What follows belongs to an exercise in optimizing a design on an open flow for small area, a short achievable clock period and few clock cycles per item; a production flow would make more cautious choices. Only the layout flow was run in this run; the RTL was not checked for function there.

==> design/flow/design.v <==
module sm3_round (
    input  wire         hi,       
    input  wire [31:0]  tj,       
    input  wire [255:0] st_in,    
    input  wire [31:0]  w,        
    input  wire [31:0]  wp,       
    output wire [255:0] st_out
);
    wire [31:0] a = st_in[255:224];
    wire [31:0] b = st_in[223:192];
    wire [31:0] c = st_in[191:160];
    wire [31:0] d = st_in[159:128];
    wire [31:0] e = st_in[127:96];
    wire [31:0] f = st_in[95:64];
    wire [31:0] g = st_in[63:32];
    wire [31:0] h = st_in[31:0];
    wire [31:0] a12  = {a[19:0], a[31:20]};
    wire [31:0] s0s  = a12 ^ e ^ tj;
    wire [31:0] s0c  = {(a12[30:0] & e[30:0]) | (a12[30:0] & tj[30:0]) | (e[30:0] & tj[30:0]), 1'b0};
    wire [31:0] sum1 = s0s + s0c;
    wire [31:0] ss1  = {sum1[24:0], sum1[31:25]};
    wire [31:0] ss2  = ss1 ^ a12;
    wire [31:0] ff   = hi ? ((a & b) | (a & c) | (b & c)) : (a ^ b ^ c);
    wire [31:0] gg   = hi ? ((e & f) | (~e & g)) : (e ^ f ^ g);
    wire [31:0] p1s  = ff ^ d ^ wp;
    wire [31:0] p1c  = {(ff[30:0] & d[30:0]) | (ff[30:0] & wp[30:0]) | (d[30:0] & wp[30:0]), 1'b0};
    wire [31:0] q1s  = p1s ^ p1c ^ ss2;
    wire [31:0] q1c  = {(p1s[30:0] & p1c[30:0]) | (p1s[30:0] & ss2[30:0]) | (p1c[30:0] & ss2[30:0]), 1'b0};
    wire [31:0] tt1  = q1s + q1c;
    wire [31:0] p2s  = gg ^ h ^ w;
    wire [31:0] p2c  = {(gg[30:0] & h[30:0]) | (gg[30:0] & w[30:0]) | (h[30:0] & w[30:0]), 1'b0};
    wire [31:0] q2s  = p2s ^ p2c ^ ss1;
    wire [31:0] q2c  = {(p2s[30:0] & p2c[30:0]) | (p2s[30:0] & ss1[30:0]) | (p2c[30:0] & ss1[30:0]), 1'b0};
    wire [31:0] tt2  = q2s + q2c;
    wire [31:0] p0   = tt2 ^ {tt2[22:0], tt2[31:23]} ^ {tt2[14:0], tt2[31:15]};
    assign st_out = {tt1, a, {b[22:0], b[31:23]}, c,
                     p0,  e, {f[12:0], f[31:13]}, g};
endmodule
module sm3_wexp (
    input  wire [511:0] win,      
    output wire [31:0]  w_next
);
    wire [31:0] w0  = win[511:480];
    wire [31:0] w3  = win[415:384];
    wire [31:0] w7  = win[287:256];
    wire [31:0] w10 = win[191:160];
    wire [31:0] w13 = win[95:64];
    wire [31:0] x   = w0 ^ w7 ^ {w13[16:0], w13[31:17]};
    wire [31:0] p1  = x ^ {x[16:0], x[31:17]} ^ {x[8:0], x[31:9]};
    assign w_next = p1 ^ {w3[24:0], w3[31:25]} ^ w10;
endmodule
module xr_extend (
    input  wire         clk,
    input  wire         rst,       
    input  wire         start,
    input  wire [255:0] xr_in,     
    input  wire [255:0] d_in,      
    output wire         ready,
    output reg          done,
    output wire [255:0] xr_out     
);
    localparam [255:0] IV  = 256'h7380166F_4914B2B9_172442D7_DA8A0600_A96F30BC_163138AA_E38DEE4D_B0FB0E4E;
    reg         busy;
    reg         blk;       
    reg [5:0]   j;         
    reg [255:0] st;        
    reg [511:0] win;       
    reg         hi;        
    reg [31:0]  tj;        
    localparam [63:0] PW63 = 64'hA94F7C3112410001;
    localparam [63:0] PW62 = 64'hA522C52440000000;
    localparam [63:0] PW61 = 64'hD3B66375B2400000;
    localparam [63:0] PW60 = 64'h2C802530C0080000;
    localparam [63:0] PW59 = 64'hEBCAD12C01400000;
    localparam [63:0] PW58 = 64'h2842240010400000;
    localparam [63:0] PW57 = 64'h4A375B2C00000000;
    localparam [63:0] PW56 = 64'h9354040041040000;
    localparam [63:0] PW55 = 64'hB834C69600000000;
    localparam [63:0] PW54 = 64'h8346453451410000;
    localparam [63:0] PW53 = 64'hE7DE723068200000;
    localparam [63:0] PW52 = 64'h4090C53411400000;
    localparam [63:0] PW51 = 64'h7468E00801000000;
    localparam [63:0] PW50 = 64'h7C53051C00400000;
    localparam [63:0] PW49 = 64'h6D23068A00000000;
    localparam [63:0] PW48 = 64'h0843001410000000;
    localparam [63:0] PW47 = 64'h8E04840040040000;
    localparam [63:0] PW46 = 64'h871ECC2090490000;
    localparam [63:0] PW45 = 64'h3127B53503000000;
    localparam [63:0] PW44 = 64'h34120820D2480000;
    localparam [63:0] PW43 = 64'h7899C40051400000;
    localparam [63:0] PW42 = 64'hEC42690480400000;
    localparam [63:0] PW41 = 64'h40F0FC2889208000;
    localparam [63:0] PW40 = 64'h04020D2480000000;
    localparam [63:0] PW39 = 64'h392EA5A608240000;
    localparam [63:0] PW38 = 64'h91B2DE1420000000;
    localparam [63:0] PW37 = 64'hBF87A8A241200000;
    localparam [63:0] PW36 = 64'h3CD3CD2C41000000;
    localparam [63:0] PW35 = 64'h589BE08241000000;
    localparam [63:0] PW34 = 64'h21F1020810400000;
    localparam [63:0] PW33 = 64'h608A241A00000000;
    localparam [63:0] PW32 = 64'hAD51C80081000000;
    localparam [63:0] PW31 = 64'hF3DB8BF203651001;
    localparam [63:0] PW30 = 64'h4F70E97604000000;
    localparam [63:0] PW29 = 64'hDE8D0542E9640000;
    localparam [63:0] PW28 = 64'hEE482763CC088000;
    localparam [63:0] PW27 = 64'hB5767C3EC1540000;
    localparam [63:0] PW26 = 64'h5AC6064011440000;
    localparam [63:0] PW25 = 64'h4E942E9EC0000000;
    localparam [63:0] PW24 = 64'h1A61444045144000;
    localparam [63:0] PW23 = 64'h13B78AFF60000000;
    localparam [63:0] PW22 = 64'hCB72216714551000;
    localparam [63:0] PW21 = 64'h99A395136EA20000;
    localparam [63:0] PW20 = 64'h5499C96750540000;
    localparam [63:0] PW19 = 64'h432E6E0881100000;
    localparam [63:0] PW18 = 64'h6B96354DC0440000;
    localparam [63:0] PW17 = 64'hDBF136E2A0000000;
    localparam [63:0] PW16 = 64'h88C7301551000000;
    localparam [63:0] PW15 = 64'hE6E4CC4044044000;
    localparam [63:0] PW14 = 64'h8F6F20E2994D9000;
    localparam [63:0] PW13 = 64'h4235CE6653300000;
    localparam [63:0] PW12 = 64'h275328A2DF6C8000;
    localparam [63:0] PW11 = 64'h6F10584054540000;
    localparam [63:0] PW10 = 64'hE2864F94C8440000;
    localparam [63:0] PW9 = 64'h24FFF3EA01B28800;
    localparam [63:0] PW8 = 64'h44422DF6C8000000;
    localparam [63:0] PW7 = 64'hFABC4FFC68A64000;
    localparam [63:0] PW6 = 64'h18A9F3F562000000;
    localparam [63:0] PW5 = 64'h047FD22865320000;
    localparam [63:0] PW4 = 64'hAF1EF1FE85100000;
    localparam [63:0] PW3 = 64'h3D125E8A65100000;
    localparam [63:0] PW2 = 64'hA3EE122891440000;
    localparam [63:0] PW1 = 64'hA682865BA0000000;
    localparam [63:0] PW0 = 64'h7784D48089100000;
    wire [63:0] pw = {PW63[j], PW62[j], PW61[j], PW60[j], PW59[j], PW58[j], PW57[j], PW56[j], PW55[j], PW54[j], PW53[j], PW52[j], PW51[j], PW50[j], PW49[j], PW48[j], PW47[j], PW46[j], PW45[j], PW44[j], PW43[j], PW42[j], PW41[j], PW40[j], PW39[j], PW38[j], PW37[j], PW36[j], PW35[j], PW34[j], PW33[j], PW32[j], PW31[j], PW30[j], PW29[j], PW28[j], PW27[j], PW26[j], PW25[j], PW24[j], PW23[j], PW22[j], PW21[j], PW20[j], PW19[j], PW18[j], PW17[j], PW16[j], PW15[j], PW14[j], PW13[j], PW12[j], PW11[j], PW10[j], PW9[j], PW8[j], PW7[j], PW6[j], PW5[j], PW4[j], PW3[j], PW2[j], PW1[j], PW0[j]};
    wire [31:0]  w_next;
    wire [255:0] st_next;
    wire [31:0]  w  = blk ? pw[63:32] : win[511:480];
    wire [31:0]  wp = blk ? pw[31:0]  : (win[511:480] ^ win[383:352]);
    sm3_wexp u_wexp (
        .win    (win),
        .w_next (w_next)
    );
    sm3_round u_round (
        .hi     (hi),
        .tj     (tj),
        .st_in  (st),
        .w      (w),
        .wp     (wp),
        .st_out (st_next)
    );
    wire accept = start & ~busy;
    wire last   = busy & (j == 6'd63);
    wire trans  = last & ~blk;
    wire fin    = last & blk;
    wire catch  = (j[5:2] == 4'd0);
    wire fold   = (j[5:2] == 4'd15) & (j[1:0] != 2'd0);    
    assign ready = ~busy;
    wire [31:0] u0 = win[511:480], u1 = win[479:448], u2 = win[447:416], u3 = win[415:384];
    wire [31:0] l0 = win[255:224], l1 = win[223:192], l2 = win[191:160], l3 = win[159:128];
    assign xr_out = {u3 ^ st[255:224], u2, u1[22:0], u1[31:23], u0[22:0], u0[31:23],
                     l3 ^ st[127:96],  l2, l1[12:0], l1[31:13], l0[12:0], l0[31:13]};
    always @(posedge clk) begin
        if (accept)     st <= IV;
        else if (trans) st <= st_next ^ IV;
        else            st <= st_next;
        if (accept) begin
            win <= {xr_in, d_in};
        end else if (!blk) begin
            win <= {win[479:0], w_next};
        end else begin
            win[511:448] <= win[479:416];
            win[447:416] <= win[415:384] ^ (fold ? st[255:224] : 32'd0);
            win[415:288] <= win[383:256];
            win[287:256] <= catch ? {st[136:128], st[159:137]} : win[511:480];
            win[255:192] <= win[223:160];
            win[191:160] <= win[159:128] ^ (fold ? st[127:96] : 32'd0);
            win[159:32]  <= win[127:0];
            win[31:0]    <= catch ? {st[18:0], st[31:19]} : win[255:224];
        end
    end
    always @(posedge clk) begin
        if (rst) begin
            busy <= 1'b0;
            done <= 1'b0;
        end else begin
            done <= fin;
            if (accept) begin
                busy <= 1'b1;
                blk  <= 1'b0;
            end else begin
                if (trans) blk  <= 1'b1;
                if (fin)   busy <= 1'b0;
            end
        end
    end
    always @(posedge clk) begin
        if (accept | last) begin
            j  <= accept ? 6'd0 : j + 6'd1;
            hi <= 1'b0;
            tj <= 32'h79CC4519;
        end else begin
            j  <= j + 6'd1;
            if (j == 6'd15) begin
                hi <= 1'b1;
                tj <= 32'h9D8A7A87;      
            end else begin
                tj <= {tj[30:0], tj[31]};
            end
        end
    end
endmodule
==> design/flow/flow/run.sh <==
#!/bin/bash
# The standard layout (the standard.sh) with three changes:
#  - synthesis maps the logic with the ABC script in flow/abc_speed.script
#    (classic delay-driven `map` on a choice network) instead of ORFS's; the
#    rest of synthesis, and so every register, is the standard one;
#  - ports are buffered with the smallest buffer (buf_1);
#  - clock tree synthesis inserts no dummy loads.
set -euo pipefail
here=$PWD
rm -rf "$here/scripts"
cp -r "$FLOW_HOME/scripts" "$here/scripts"
cp "$here/flow/abc_speed.script" "$here/scripts/abc_speed.script"
SCRIPTS_DIR="$here/scripts" bash standard.sh synth > synth.log 2>&1
export BUFFER_PORTS_ARGS="-buffer_cell sky130_fd_sc_hd__buf_1"
export CTS_ARGS="-sink_clustering_enable -repair_clock_nets -dont_use_dummy_load"
bash standard.sh finish > standard.log 2>&1
==> design/flow/flow/abc_speed.script <==
strash
dch -f
map -D 1000
topo
buffer -p
upsize
dnsize
==> design/flow/standard.sh <==
#!/bin/bash
# synth_recipe.tcl (not shown) runs the flow's synth.tcl, then flattens the netlist and writes it again
# the make line also repeats each setting of config.mk as NAME=value (left out here)
make -C /OpenROAD-flow-scripts/flow DESIGN_CONFIG=/design/flow/config.mk WORK_HOME=/design/flow/orfs CLKGATE_MAP_FILE= SYNTH_SCRIPT=/design/flow/synth_recipe.tcl "${@:-finish}"
==> design/flow/config.mk <==
export PLATFORM = sky130hd
export DESIGN_NAME = xr_extend
export DESIGN_NICKNAME = xr_extend
export VERILOG_FILES = /design/flow/design.v
export SDC_FILE = /design/flow/constraint.sdc
export NUM_CORES = 4
export LEC_CHECK = 0
export CAP_MARGIN = 20
export CORE_MARGIN = 2
export CORE_UTILIZATION = 40
export PLACE_DENSITY = 0.6
export SETUP_SLACK_MARGIN = 4.0
export SLEW_MARGIN = 20
==> design/flow/constraint.sdc <==
create_clock -name core_clock -period 9.0 [get_ports {clk}]
set_input_delay 1.8000 -clock core_clock [delete_from_list [all_inputs] [get_ports {clk}]]
set_output_delay 1.8000 -clock core_clock [all_outputs]
set_load 0.01 [all_outputs]
==> run notes <==
[tightest hold or removal path, delay by kind of cell (launching register included)]
family           cells  cell delay, ps
AND/OR/NAND/NOR      2              90
flip-flops           1             300
[Yosys cell counts, drive strengths merged (4+ instances only)]
cell type	count	share of area, %
nand2	1804	14
dfxtp	809	35
inv	527	4.2
nor2	490	3.9
o21ai	445	4.8
a21oi	389	4.2
xor2	296	5.5
buf	228	3.5
clkbuf	227	1.8
nand3	215	2.3
fa	188	8.0
xnor2	186	3.5
ha	107	2.9
a31oi	57	0.76
nor3	44	0.49
nand4	36	0.48
o211ai	30	0.48
mux2i	29	0.62
o22ai	24	0.32
o31ai	19	0.30
or2	17	0.23
a22oi	15	0.24
a211oi	12	0.19
o21a	12	0.19
a21o	9	0.14
a221oi	9	0.17
a32oi	9	0.17
nand3b	8	0.13
nor4	8	0.12
o311ai	8	0.15
a21boi	6	0.096
o2111ai	6	0.11
o221ai	6	0.11
and2	4	0.053
[per-stage QoR]
| stage | hold WS, ps | util, % | cell area, um2 | setup WS [ps] |
|---|---|---|---|---|
| finish | 390 | 51.7 | 60000 | 3670 |
| global placement | 400 | 43.1 | 50100 | 2150 |
| detailed placement | 402 | 43.1 | 50100 | 2110 |
| CTS | 383 | 49.3 | 57200 | 3890 |
| floorplan | 396 | - | 46800 | 3990 |
| global route | 393 | 51.6 | 60000 | 3640 |
[what timing repair did]
action | CTS | global route
pin swaps | 197 | 174
gates cloned | 3 | 0
endpoints found under the setup margin | 62 | 55
hold buffers | 0 | 0
gates resized for setup | 898 | 401
buffers inserted | 158 | 128
[cell families after synthesis]
group | synth area share (%)
multiplexers | 0.620
XOR/XNOR | 9.16
buffers and inverters | 9.53
AND/OR/NAND/NOR | 22.4
flip-flops | 34.6
adder cells (fa/ha/maj) | 10.9
AO/OA/AOI/OAI | 12.8
[metal layers]
layer / global-route usage [%] / routed length [um] / vias up
met5: 0 / 48 / -
met4: 32.8 / 25600 / 6
met3: 13.9 / 35300 / 721
met2: 66.1 / 119000 / 3363
met1: 60.6 / 113000 / 24400
li1: - / - / 21600
[layout make-up]
cell class	instances	area [um2]	area share, %
repair buffers	1163	6340	10.6
diodes	14	35.0	0.0584
clock buffers	90	2250	3.75
inverters	529	2090	3.48
multi-input cells	4521	31000	51.6
flip-flops and latches	810	16400	27.3
well taps	1524	1910	3.18
[state kept, by name (all words and copies together) (netlist names)]
name / count
blk: 1
busy: 1
done: 1
hi: 1
j: 6
st: 256
tj: 32
win: 512
[how the worst max path moves through the flow]
stage,end,slack (ps),cells after the start
after floorplan,st[250],3990,26
after global placement,st[96],2150,28
after detailed placement,st[115],2110,25
after CTS,st[101],3890,26
after global routing,st[120],3640,26
final,st[108],3670,18
==> run notes <==
die width=346 um; Worst setup EP type=register; Critical Path AT=5840 ps; largest net degree at the start of global routing=144; count of final setup violators=0; Avg Inst Size Synth=7.42 um2; worst endpoint required time=9510 ps; fmax=188 MHz; Slew Limit Fails=0; Final #Nets=7925; CTS sink count=810; min-delay src=win[296]; max_slew headroom=12.9%; post-synthesis async set-or-reset flop share=0%; setup TNS=0 ps; Main synth FF type=dfxtp_1; Synth Cell Area=46800 um2; number of synthesized flops with an enable pin=1; CTS tree=yes; CP max FO=32; std cell rows=125; antenna viol nets, final=0; core area=116000 um2; chip height=346 um; Buffers on Ports=772; worst skew pair latency=700 ps; Syn Inst Count=6314; hold depth=2; Worst Clk Skew=66.1 ps; grt total ovfl=0; first-pass GRT wire length=383000 um; Largest delay share family, worst path=simple AND/OR/NAND/NOR gates; number of synthesis warnings=1; CP cell instances=buf_6, nand2_1, inv_1, nand3_1, o22ai_2, fa_1, fa_1, ha_4, nand2_1, nor3_4, nand2_2, a211oi_4, nor2_2, nand2_2, buf_6, nand3b_1, nand3_1, nand3_1; outcome=no timing/DRC/antenna violations; RSZ-0062 raised after global routing=yes; Final GP Congestion=1.11; clk buf depth=3; DR vias/cell=5.79; WL/cell=33.9 um; CP startpoint=j[5]; final WL=293000 um; syn nets=7124; Worst Hold Path EP=win[328]; clock-pin slew on the worst setup and hold paths=60 ps; # fillers=11600; R2R setup slack=3670 ps; root buffer cell=clkbuf_16; worst r2r path cells=18; crit path launch type=register; Worst R2R End=st[108]; fraction of layout cells with a size suffix above 1=18.2%; # H-tree levels=3; RR Startpoint=j[5]; DR iter-0 viols=7236; Tmin final=5330 ps; DR vias=50100; Initial Util=40.3%; TritonCTS buffer count=90; Final Non-Filler Cells=8651; vias in the first global route=45200; DIE AREA=120000 um2; #FFs+latches synth=810; sequential area share after synthesis=34.6%; critical path's most frequent cell=nand3_1; Netlist cell types=67; Pre-antenna DRT Iters=7; Buffers & Inverters on Critical Path=3; Setup CP Type=reg2reg; commonest non-fill, non-tap cell in the layout=nand2_1; GRT Resource Usage Total=46.7%; hpwl dp=232000 um; Slowest-stage cell, CP=dfxtp_2; fin crit share=59.2%; endpoints failing hold=0; Max Cap Viol=0; most frequent cells in the layout=nand2_1 (1679), buf_1 (772), dfxtp_1 (751), inv_1 (460), nor2_1 (396); worst-margin pin slew=1300 ps; Ports=773; peak per-stage delay on the critical path=620 ps; type of the most critical hold path=reg2reg; area delta synth->final=28.2%; placed insts=8258; initial antenna violation count=21; drt drc=0

==> static timing again, ports no longer ideal <==
How much do the figures lean on ideal ports? The routed layout below was timed once more, with nothing changed but the port constraints.
Step 1 sets driving cells, clkbuf_16 on the clock port and buf_2 on the other inputs (assumed; they add their load-dependent delay and slew).
Step 2 moves the port delays by t, midway between the first and last clock arrival at a register: inputs arrive t later, outputs are due t later. That takes back most of the time a late clock gives input paths.
Three values: ideal, step 1, step 2; two values: the first two.
t (ns): 0.752
slack for setup (ns): 3.670 / 3.670 / 3.670
worst setup path after step 2: register to register
cell pins on the clock port's net: 1
After both steps this run still meets setup and hold. The setup slack of this run moves by 0.000 ns with the drivers and by 0.000 ns with both steps.
